This design comes from an exercise in tuning for small area, a short achievable clock period and few clock cycles per item on the open sky130 flow, not from production work. Only simulation tests tie the RTL to the original design; equivalence was not proved.

`flow/design.v`:
```
module le_seq_div (
    input  wire               clk,
    input  wire               start,
    input  wire [47:0]        num_mag,    
    input  wire               num_neg,    
    input  wire [26:0]        den,        
    input  wire               floor_md,   
    output reg                busy,
    output wire signed [48:0] quo
);
    reg [47:0] q;
    reg [27:0] rem;
    reg [26:0] d;
    reg        neg, fl;
    reg [5:0]  cnt;
    wire [28:0] trial = {rem, q[47]} - {2'b00, d};
    wire        ge    = ~trial[28];
    wire        inexact = (rem != 28'd0);
    wire [48:0] q_mag   = {1'b0, q} + {48'd0, (neg && fl && inexact)};
    assign quo = neg ? -$signed(q_mag) : $signed(q_mag);
    always @(posedge clk) begin
        if (start) begin
            q    <= num_mag;
            rem  <= 28'd0;
            d    <= den;
            neg  <= num_neg;
            fl   <= floor_md;
            cnt  <= 6'd0;
            busy <= 1'b1;
        end else if (busy) begin
            rem <= ge ? trial[27:0] : {rem[26:0], q[47]};
            q   <= {q[46:0], ge};
            cnt <= cnt + 6'd1;
            if (cnt == 6'd47)
                busy <= 1'b0;
        end
    end
endmodule
module le_port_update (
    input  wire               clk,
    input  wire               rst,           
    input  wire               in_valid,
    output wire               in_ready,
    input  wire               in_first,      
    input  wire [3:0]         in_nact,       
    input  wire [5:0]         in_cnt,        
    input  wire [8*22-1:0]    in_sum,        
    input  wire [8*16-1:0]    in_max,        
    input  wire [8*16-1:0]    in_min,        
    input  wire [8*25-1:0]    in_s,          
    input  wire [24:0]        in_y,          
    input  wire [15:0]        in_ks,         
    input  wire [15:0]        in_share_max,  
    input  wire [19:0]        in_shunt,      
    input  wire [15:0]        in_ilim,       
    output reg                out_valid,
    output reg  [8*25-1:0]    out_s,         
    output reg  [8*10-1:0]    out_code,      
    output reg  [7:0]         out_skip,      
    output reg  [9:0]         out_limit      
);
    localparam [2:0] S_IDLE = 3'd0, S_AVG = 3'd1, S_BAR = 3'd2, S_YN = 3'd3,
                     S_LIM  = 3'd4, S_PORT = 3'd5, S_DONE = 3'd6;
    localparam [26:0] TEN8 = 27'd100000000;
    reg [2:0] state;
    reg       waiting;           
    reg [2:0] ph;
    reg        r_first;
    reg [3:0]  r_nact;
    reg [5:0]  r_cnt;
    reg [8*22-1:0] r_sum;
    reg [8*16-1:0] r_max, r_min;
    reg [8*25-1:0] r_s;
    reg [24:0] r_y;
    reg [15:0] r_ks, r_smax, r_ilim;
    reg [19:0] r_shunt;
    reg signed [24:0] iavg [0:7];
    reg signed [27:0] isum;
    reg signed [24:0] ibar;
    reg signed [24:0] yn;
    reg        [9:0]  limit;
    reg         d_start;
    reg  [47:0] d_num;
    reg         d_neg;
    reg  [26:0] d_den;
    reg         d_floor;
    wire        d_busy;
    wire signed [48:0] d_quo;
    le_seq_div u_div (
        .clk(clk), .start(d_start), .num_mag(d_num), .num_neg(d_neg),
        .den(d_den), .floor_md(d_floor), .busy(d_busy), .quo(d_quo)
    );
    assign in_ready = (state == S_IDLE);
    wire signed [21:0] f_sum = r_sum[ph*22 +: 22];
    wire signed [15:0] f_max = r_max[ph*16 +: 16];
    wire signed [15:0] f_min = r_min[ph*16 +: 16];
    wire signed [24:0] f_s   = r_first ? 25'sd0 : r_s[ph*25 +: 25];
    wire signed [29:0] avg_num = {f_sum, 8'd0};
    wire        [29:0] avg_mag = avg_num[29] ? -avg_num : avg_num;
    wire signed [25:0] d_share = ibar - iavg[ph];
    wire signed [42:0] ks_prod = $signed({1'b0, r_ks}) * d_share;
    wire signed [26:0] s_sum   = f_s + (ks_prod >>> 16);
    wire signed [26:0] s_lim   = $signed({3'd0, r_smax, 8'd0});
    wire signed [24:0] s_new   = (s_sum > s_lim) ? s_lim[24:0] :
                                 (s_sum < -s_lim) ? -s_lim[24:0] : s_sum[24:0];
    wire signed [24:0] ripple  = $signed({1'b0, ($signed({f_max[15], f_max}) - $signed({f_min[15], f_min})), 7'd0});
    wire signed [26:0] ipk     = yn + s_new + ripple;
    wire signed [47:0] pk_prod = ipk * $signed({1'b0, r_shunt, 1'b0});
    wire        [47:0] pk_mag  = pk_prod[47] ? -pk_prod : pk_prod;
    wire [45:0] lim_num = r_ilim * r_shunt * 10'd512;
    wire signed [48:0] lim_s   = $signed({39'd0, limit});
    wire               c_hi    = d_quo > lim_s;
    wire               c_lo    = d_quo < -lim_s;
    wire signed [9:0]  c_cl    = c_hi ? limit : c_lo ? -limit : d_quo[9:0];
    integer k;
    always @(posedge clk) begin
        d_start <= 1'b0;
        if (rst) begin
            state     <= S_IDLE;
            waiting   <= 1'b0;
            out_valid <= 1'b0;
            out_s     <= {8*25{1'b0}};
            out_code  <= {8*10{1'b0}};
            out_skip  <= 8'd0;
            out_limit <= 10'd0;
        end else begin
            out_valid <= 1'b0;
            case (state)
                S_IDLE: begin
                    if (in_valid) begin
                        r_first <= in_first;
                        r_nact  <= in_nact;
                        r_cnt   <= in_cnt;
                        r_sum   <= in_sum;
                        r_max   <= in_max;
                        r_min   <= in_min;
                        r_s     <= in_s;
                        r_y     <= in_y;
                        r_ks    <= in_ks;
                        r_smax  <= in_share_max;
                        r_shunt <= in_shunt;
                        r_ilim  <= in_ilim;
                        ph      <= 3'd0;
                        isum    <= 28'sd0;
                        waiting <= 1'b0;
                        state   <= S_AVG;
                    end
                end
                S_AVG: begin
                    if (!waiting) begin
                        d_start <= 1'b1;
                        d_num   <= {18'd0, avg_mag};
                        d_neg   <= avg_num[29];
                        d_den   <= {21'd0, r_cnt};
                        d_floor <= 1'b1;
                        waiting <= 1'b1;
                    end else if (!d_start && !d_busy) begin
                        iavg[ph] <= d_quo[24:0];
                        isum     <= isum + $signed(d_quo[24:0]);
                        waiting  <= 1'b0;
                        if ({1'b0, ph} == r_nact - 4'd1)
                            state <= S_BAR;
                        else
                            ph <= ph + 3'd1;
                    end
                end
                S_BAR: begin
                    if (!waiting) begin
                        d_start <= 1'b1;
                        d_num   <= {20'd0, (isum[27] ? -isum : isum)};
                        d_neg   <= isum[27];
                        d_den   <= {23'd0, r_nact};
                        d_floor <= 1'b1;
                        waiting <= 1'b1;
                    end else if (!d_start && !d_busy) begin
                        ibar    <= d_quo[24:0];
                        waiting <= 1'b0;
                        state   <= S_YN;
                    end
                end
                S_YN: begin
                    if (!waiting) begin
                        d_start <= 1'b1;
                        d_num   <= {23'd0, (r_y[24] ? -r_y : r_y)};
                        d_neg   <= r_y[24];
                        d_den   <= {23'd0, r_nact};
                        d_floor <= 1'b1;
                        waiting <= 1'b1;
                    end else if (!d_start && !d_busy) begin
                        yn      <= d_quo[24:0];
                        waiting <= 1'b0;
                        state   <= S_LIM;
                    end
                end
                S_LIM: begin
                    if (!waiting) begin
                        d_start <= 1'b1;
                        d_num   <= {2'd0, lim_num};
                        d_neg   <= 1'b0;
                        d_den   <= TEN8;
                        d_floor <= 1'b1;
                        waiting <= 1'b1;
                    end else if (!d_start && !d_busy) begin
                        limit   <= d_quo[9:0];
                        waiting <= 1'b0;
                        ph      <= 3'd0;
                        out_s    <= r_first ? {8*25{1'b0}} : r_s;
                        out_code <= {8*10{1'b0}};
                        out_skip <= 8'd0;
                        state   <= S_PORT;
                    end
                end
                S_PORT: begin
                    if (!waiting) begin
                        d_start <= 1'b1;
                        d_num   <= pk_mag;
                        d_neg   <= pk_prod[47];
                        d_den   <= TEN8;
                        d_floor <= 1'b0;
                        waiting <= 1'b1;
                    end else if (!d_start && !d_busy) begin
                        out_s[ph*25 +: 25]    <= s_new;
                        out_code[ph*10 +: 10] <= c_cl;
                        out_skip[ph]          <= c_lo;
                        waiting <= 1'b0;
                        if ({1'b0, ph} == r_nact - 4'd1)
                            state <= S_DONE;
                        else
                            ph <= ph + 3'd1;
                    end
                end
                default: begin  
                    out_limit <= limit;
                    out_valid <= 1'b1;
                    state     <= S_IDLE;
                end
            endcase
        end
    end
endmodule
```
`flow/constraint.sdc`:
```
create_clock -name core_clock -period 27.0 [get_ports {clk}]
set_input_delay 5.4000 -clock core_clock [delete_from_list [all_inputs] [get_ports {clk}]]
set_output_delay 5.4000 -clock core_clock [all_outputs]
set_load 0.01 [all_outputs]
```
`flow/run.sh`:
```
#!/bin/bash
# synth_recipe.tcl (not shown) runs the flow's synth.tcl, then flattens the netlist and writes it again
# the make line also repeats each setting of config.mk as NAME=value (left out here)
make -C /OpenROAD-flow-scripts/flow DESIGN_CONFIG=/design/flow/config.mk WORK_HOME=/design/flow/orfs CLKGATE_MAP_FILE= SYNTH_SCRIPT=/design/flow/synth_recipe.tcl finish
```
`flow/config.mk`:
```
export PLATFORM = sky130hd
export DESIGN_NAME = le_port_update
export DESIGN_NICKNAME = le_port_update
export VERILOG_FILES = /design/flow/design.v
export SDC_FILE = /design/flow/constraint.sdc
export NUM_CORES = 4
export LEC_CHECK = 0
export CAP_MARGIN = 20
export CORE_MARGIN = 2
export CORE_UTILIZATION = 40
export SLEW_MARGIN = 20
```
==> flow_summary.ini, run 1 <==
[floorplan]
die_h_um = 544
core_um2 = 291000
ios = 1039
die_area_um2 = 296000
rows = 198
die_x_um = 544
start_util_pct = 40.2

[clock_network]
clkTransAtPathRegs_ns = 0.06
root_buffer = clkbuf_16
cts_htree_levels = 4
cts_made_buffers = 171
clock-sinks = 1483
clock_path_buffers = 4
clkLatencyLatePin_ns = 0.88
cts_tree = yes

[layout]
syn2layout_area_growth_pct = 18.4
layout-drive-gt1-share_pct = 6.86
final_nets = 14691
num-fill-cells = 26758
fin_area_um2 = 138000
fin_util_pct = 47.5

[worst_hold_path]
hp-class = register to register
hold_depth = 0
hold_start = d_den[2]
holdPathEnd = u_div.d[2]

[routing]
dr.pass1.iters = 9
num_vias = 93169
routed_wl_um = 462000
antenna_left = 0
drt_iter0_drc = 10814
drt-vias-per-instance = 5.74
drc = 0
wl_per_cell_um = 28.5

[timing]
post-route-period-util_pct = 95.6
slew_violations = 0
min_period_ns = 25.81
maxSlewHeadroom_pct = 14.4
setup_violations = 0
worst_pin_slew_ns = 1.28
setup_slack_ns = 1.19
max_freq_ghz = 0.0388
skew_ns = 0.0682
hold_viol_final = 0

[logic_synthesis]
yosys_warnings = 2
yosysTopAreaCell = edfxtp_1
synth-edff-count = 1141
synth_most_common_cell = inv_1
ys_seq_elements = 1483
synthSimpleGateAreaFrac_pct = 12.8
synth_top_area_share_pct = 29.3
synth_ff_type = edfxtp_1
synth_xor_area_share_pct = 3.49
synth_commonest_cells = inv_1, fa_1, edfxtp_1
syn_inst = 11270
synth_nets = 13816
synth_compound_area_share_pct = 11.8
synth_top_family_by_area = adder cells
synth_area_leaders = edfxtp_1, fa_1, ha_1
synth-seq-area-share_pct = 35.2
synthesis.area_um2 = 117000
synthArstFlopShare_pct = 0
postSynthAreaPerCell_um2 = 10.4
synth_fa_ha_area_share_pct = 27.2
synth_cell_types = 100
muxShareOfSynthArea_pct = 2.31

[global_routing]
antenna_found_initial = 71
grt_pass1_vias = 93049
grt-ovfl-total = 0
grt_usage_pct = 30.7
grt_use_met1_pct = 40.4
grt_start_max_net_pins = 194
grt-busiest-layer = met2
grt_util_met2_pct = 47.6
grt_pass1_wl_um = 661000
grt_use_met3_pct = 6.78

[setup_path]
path_common_cell = fa_1
end_kind = register
path_class = register to register
crit_family = adder cells
rr_endpoint = d_num[42]
r2r_slack_ns = 1.19
arrival_ns = 26.35
worstPathRequired_ns = 27.55
start_kind = register
slowest_delay_ns = 0.59
critPathMaxFanout = 10
path_buf_inv = 13
crit_slowest_cell = a2111oi_1
r2r.worst_path.cells = 104

[placement]
dpl_cell_area_um2 = 132000
place_ws_ns = -0.0526
port_buffers = 1038
place.gp.congestion = 0.998
dpl.hpwl_um = 359000

[status]
status = finished clean

[run]
cap_viol_max_count = 0
area by class of cell:
class / instances / area, um^2 / share of cell area, %
antenna: 48 / 120 / 0.0869
clock buffer: 216 / 4620 / 3.34
clock inverter: 93 / 975 / 0.705
inverter: 1620 / 6080 / 4.40
multi-input combinational: 7556 / 67900 / 49.1
sequential: 1483 / 41100 / 29.7
tap: 3900 / 4880 / 3.53
timing repair buffer: 1313 / 12600 / 9.10
logic make-up after synthesis:
kind of cell / count (synthesis)
and+or+nand+nor: 3031
buffers and inverters: 2231
AOI/OAI and AO/OA: 2058
adders and majority gates: 1809
DFF: 1483
xor gates and xnor gates: 461
muxes: 197
worst max-delay path by stage:
| stage | depth (start not counted) | to | slack [ns] | from |
|---|---|---|---|---|
| 3_3_place_gp | 108 | d_num[41] | 0.34 | register |
| 2_1_floorplan | 5 | r_cnt[0] | 1.91 | rst |
| 3_5_place_dp | 101 | d_num[41] | -0.05 | register |
| 6_report | 104 | d_num[42] | 1.19 | register |
| 4_1_cts | 101 | d_num[18] | 0.03 | register |
| 5_1_grt | 106 | d_num[42] | -0.16 | register |
timing repair:
action / in CTS / in global routing
hold buffers: 0 / 0
pin swaps: 0 / 7
setup endpoints to repair: 6 / 47
cloned: 0 / 1
gates resized for setup: 3 / 76
setup buffers: 0 / 8
per-stage QoR:
stage               hold WS [ns]  setup TNS [ns]  instances
floorplan                  0.400               0      11270
global placement           0.403               0      15858
detailed placement         0.405         -0.0526      15861
CTS                        0.405               0      16170
global route               0.432           -1.30      16212
finish                     0.418               0      16229
routing by layer:
layer / vias up / part of all wire (%) / wire length (um)
li1: 40164 / - / -
met1: 47160 / 39 / 182000
met2: 4878 / 45 / 208000
met3: 949 / 9.8 / 45200
met4: 18 / 5.8 / 26600
met5: - / 0.025 / 116
flip-flops by register name, summed over array words and instances, names as in the netlist, 7 cells and up, named ones only:
signal	cells
d_den	7
u_div.d	7
u_div.q	48
out_limit	10
r_min	128
out_s	200
u_div.rem	28
iavg	200
ibar	25
out_skip	8
limit	10
r_ks	16
isum	28
r_shunt	20
r_smax	16
r_sum	176
r_max	128
d_num	48
yn	25
out_code	80
r_ilim	16
r_s	200
r_y	25
placed cells by master, fill, tap and decap left out, drive strengths merged, types with 84 or more instances in the layout:
| cell | netlist | layout |
|---|---|---|
| inv | 1616 | 1629 |
| fa | 1215 | 1215 |
| edfxtp | 1141 | 1141 |
| nand2 | 1123 | 1123 |
| clkdlybuf4s50 | 0 | 1037 |
| and2 | 606 | 606 |
| ha | 592 | 592 |
| nor2 | 431 | 431 |
| o21ai | 421 | 421 |
| a21oi | 395 | 395 |
| dfxtp | 342 | 342 |
| a22oi | 322 | 322 |
| xnor2 | 294 | 294 |
| buf | 69 | 275 |
| clkbuf | 542 | 217 |
| nor3 | 199 | 199 |
| xor2 | 166 | 166 |
| o22ai | 128 | 128 |
| nand3 | 115 | 115 |
| a221oi | 114 | 114 |
| a22o | 87 | 87 |
| nand4 | 84 | 84 |
Testbench counts, summed over its fixed seeds: cycles 976,594, items 1,600.
==> run 2, diff against run 1 <==
--- a/flow/design.v
+++ b/flow/design.v
@@ -17,2 +17,6 @@
     wire        ge    = ~trial[28];
+    wire [27:0] rem1  = ge ? trial[27:0] : {rem[26:0], q[47]};
+    wire [47:0] q1    = {q[46:0], ge};
+    wire [28:0] trial2 = {rem1, q1[47]} - {2'b00, d};
+    wire        ge2    = ~trial2[28];
     wire        inexact = (rem != 28'd0);
@@ -30,6 +34,6 @@
         end else if (busy) begin
-            rem <= ge ? trial[27:0] : {rem[26:0], q[47]};
-            q   <= {q[46:0], ge};
-            cnt <= cnt + 6'd1;
-            if (cnt == 6'd47)
+            rem <= ge2 ? trial2[27:0] : {rem1[26:0], q1[47]};
+            q   <= {q1[46:0], ge2};
+            cnt <= cnt + 6'd2;
+            if (cnt == 6'd46)
                 busy <= 1'b0;
==> run 2 against run 1 <==
Effect of this change: still clean on timing, DRC and antenna; count of clock-buffer cells in the layout increased by 4; sequential cell count decreased by 1; non-clock buffer count increased by 39; synthesized cell count increased by 2.4%; critical endpoint is now d_num[46].
==> flow_summary.ini, run 2 <==
[status]
status = finished clean

[logic_synthesis]
yosysTopAreaCell = edfxtp_1
synth_area_leaders = edfxtp_1, fa_1, ha_1
yosys_warnings = 2
ys_seq_elements = 1482
synth_top_area_share_pct = 28.9
postSynthAreaPerCell_um2 = 10.3
synthesis.area_um2 = 119000
syn_inst = 11540
synth-edff-count = 1141
synth_most_common_cell = inv_1
synth_commonest_cells = inv_1, fa_1, nand2_1
synth-seq-area-share_pct = 34.7
synth_cell_types = 109
synth_nets = 14103
synth_ff_type = edfxtp_1
synthArstFlopShare_pct = 0

[placement]
place_ws_ns = -0.160
dpl_cell_area_um2 = 134000
dpl.hpwl_um = 370000
place.gp.congestion = 1.01
port_buffers = 1038
post-place-cells = 16161

[setup_path]
end_kind = register
critPathMaxFanout = 10
slowest_delay_ns = 0.56
crit_path_end = d_num[46]
path_common_cell = fa_1
crit_slowest_cell = or4_1
rr_endpoint = d_num[46]
r2r_slack_ns = 1.28
path_buf_inv = 13
crit_family = adder cells
worstPathRequired_ns = 27.56
arrival_ns = 26.28
start_kind = register
cp.depth = 104
r2r.worst_path.cells = 104
path_class = register to register

[timing]
setup_slack_ns = 1.28
skew_ns = 0.0988
setup_violations = 0
min_period_ns = 25.72
max_freq_ghz = 0.0389
post-route-period-util_pct = 95.3
worst_pin_slew_ns = 1.28
slew_violations = 0
maxSlewHeadroom_pct = 14.0
hold_viol_final = 0
setup_tns_ns = 0

[floorplan]
start_util_pct = 40.3
rows = 199
die_area_um2 = 301000
core_um2 = 294000
ios = 1039
die_x_um = 548
die_h_um = 548

[layout]
syn2layout_area_growth_pct = 18.5
reg.largest.list = iavg (200), out_s (200), r_s (200)
layout-drive-gt1-share_pct = 6.97
final_cell_mix = inv_1, fa_1, nand2_1
layout_commonest_cell = inv_1
fin_area_um2 = 140000
final_nets = 14998
fin_cells = 16538

[routing]
drt_iter0_drc = 10565
num_vias = 95338
dr.pass1.iters = 7
routed_wl_um = 474000
drc = 0
drt-vias-per-instance = 5.76
wl_per_cell_um = 28.6
antenna_left = 0

[global_routing]
antenna_found_initial = 81
grt_pass1_vias = 95368
grt_start_max_net_pins = 194
grt-ovfl-total = 0
grt_usage_pct = 30.9
grt_pass1_wl_um = 677000

[worst_hold_path]
hp-class = register to register

[clock_network]
root_buffer = clkbuf_16
clkTransAtPathRegs_ns = 0.07
cts_tree = yes
cts_htree_levels = 4
clock-sinks = 1482
clkLatencyLatePin_ns = 0.91
cts_made_buffers = 176
clock_path_buffers = 4

[run]
cap_viol_max_count = 0
[run 2: changes by cell type after synthesis, moves of 33 or more]
cell,delta
a221oi_1,+40
a22oi_1,-35
nor2_1,+85
nand2_1,+61
o22ai_1,-61
a2111oi_0,+57
a21oi_1,+61
clkbuf_1,+33
[run 2: final cells by class]
class	count	area (um^2)
Timing Repair Buffer	1352	12800
Multi-Input combinational cell	7812	69700
Antenna cell	43	108
Sequential cell	1482	41100
Inverter	1611	6050
Clock buffer	220	4700
Tap cell	3919	4900
Fill cell	27158	154000
Clock inverter	99	1060
[run 2: metrics by stage]
| step | utilization, % | hold slack [ns] |
|---|---|---|
| final | 47.7 | 0.417 |
| after global routing | 47.7 | 0.420 |
| after CTS | 47.5 | 0.418 |
| after detailed placement | 45.6 | 0.405 |
| after global placement | 45.6 | 0.406 |
| after floorplan | - | 0.400 |
[run 2: logic make-up (layout without fill, tap and decap cells)]
family / after synthesis / in the layout / synth area share (%)
AO/OA/AOI/OAI: 2213 / 2213 / 12.8
XOR/XNOR: 491 / 491 / 3.64
adder cells (fa/ha/maj): 1825 / 1825 / 27.0
buffers and inverters: 2246 / 3282 / 7.15
flip-flops: 1482 / 1482 / 34.7
multiplexers: 166 / 166 / 2.04
other: 0 / 43 / 0
AND/OR/NAND/NOR: 3117 / 3117 / 12.7
[run 2: worst min-delay path by stage]
stage / start / endpoint / slack (ns) / cells past startpoint
finish: d_den[5] / u_div.d[5] / 0.42 / 0
global route: d_den[24] / u_div.d[24] / 0.42 / 0
CTS: d_den[5] / u_div.d[5] / 0.42 / 0
detailed placement: d_den[5] / u_div.d[5] / 0.40 / 0
global placement: d_den[24] / u_div.d[24] / 0.41 / 0
floorplan: d_den[0] / u_div.d[0] / 0.40 / 0
[run 2: metal layers]
metal / track usage [%] / vias up / wire [um]
li1: - / 41249 / -
met1: 40.0 / 48306 / 186000
met2: 47.2 / 4823 / 209000
met3: 8.89 / 926 / 49900
met4: 15.9 / 34 / 28200
met5: 0 / - / 225
[run 2: repair_timing]
action,CTS,global route
setup buffers,0,11
setup endpoints to repair,7,47
pin swaps,0,8
hold buffers,0,0
gates resized for setup,1,60
cloned,0,1
Testbench counts of run 2, summed over its fixed seeds: cycles 518,530, items 1,600.

[port drivers added, routing unchanged]
The results above use ideal ports. As a check the final layouts listed here were re-extracted and re-timed, cells and wires unchanged. Step 1: set_driving_cell puts a clkbuf_16 on clk and a buf_2 on each other input, an assumption about the parent block. Step 2 also shifts input and output timing later by t, the mid clock arrival at the registers, as if the neighbouring blocks saw the same clock. a / b / c = ideal / step 1 / step 2; a / b = the first two.
| run | t, ns | slack for setup (ns) | worst setup path at the end |
|---|---|---|---|
| run 1 | 0.942 | 1.194 / 1.194 / 1.194 | register to register |
| run 2 | 0.967 | 1.277 / 1.277 / 1.277 | register to register |
After both steps every run listed still meets setup and hold.
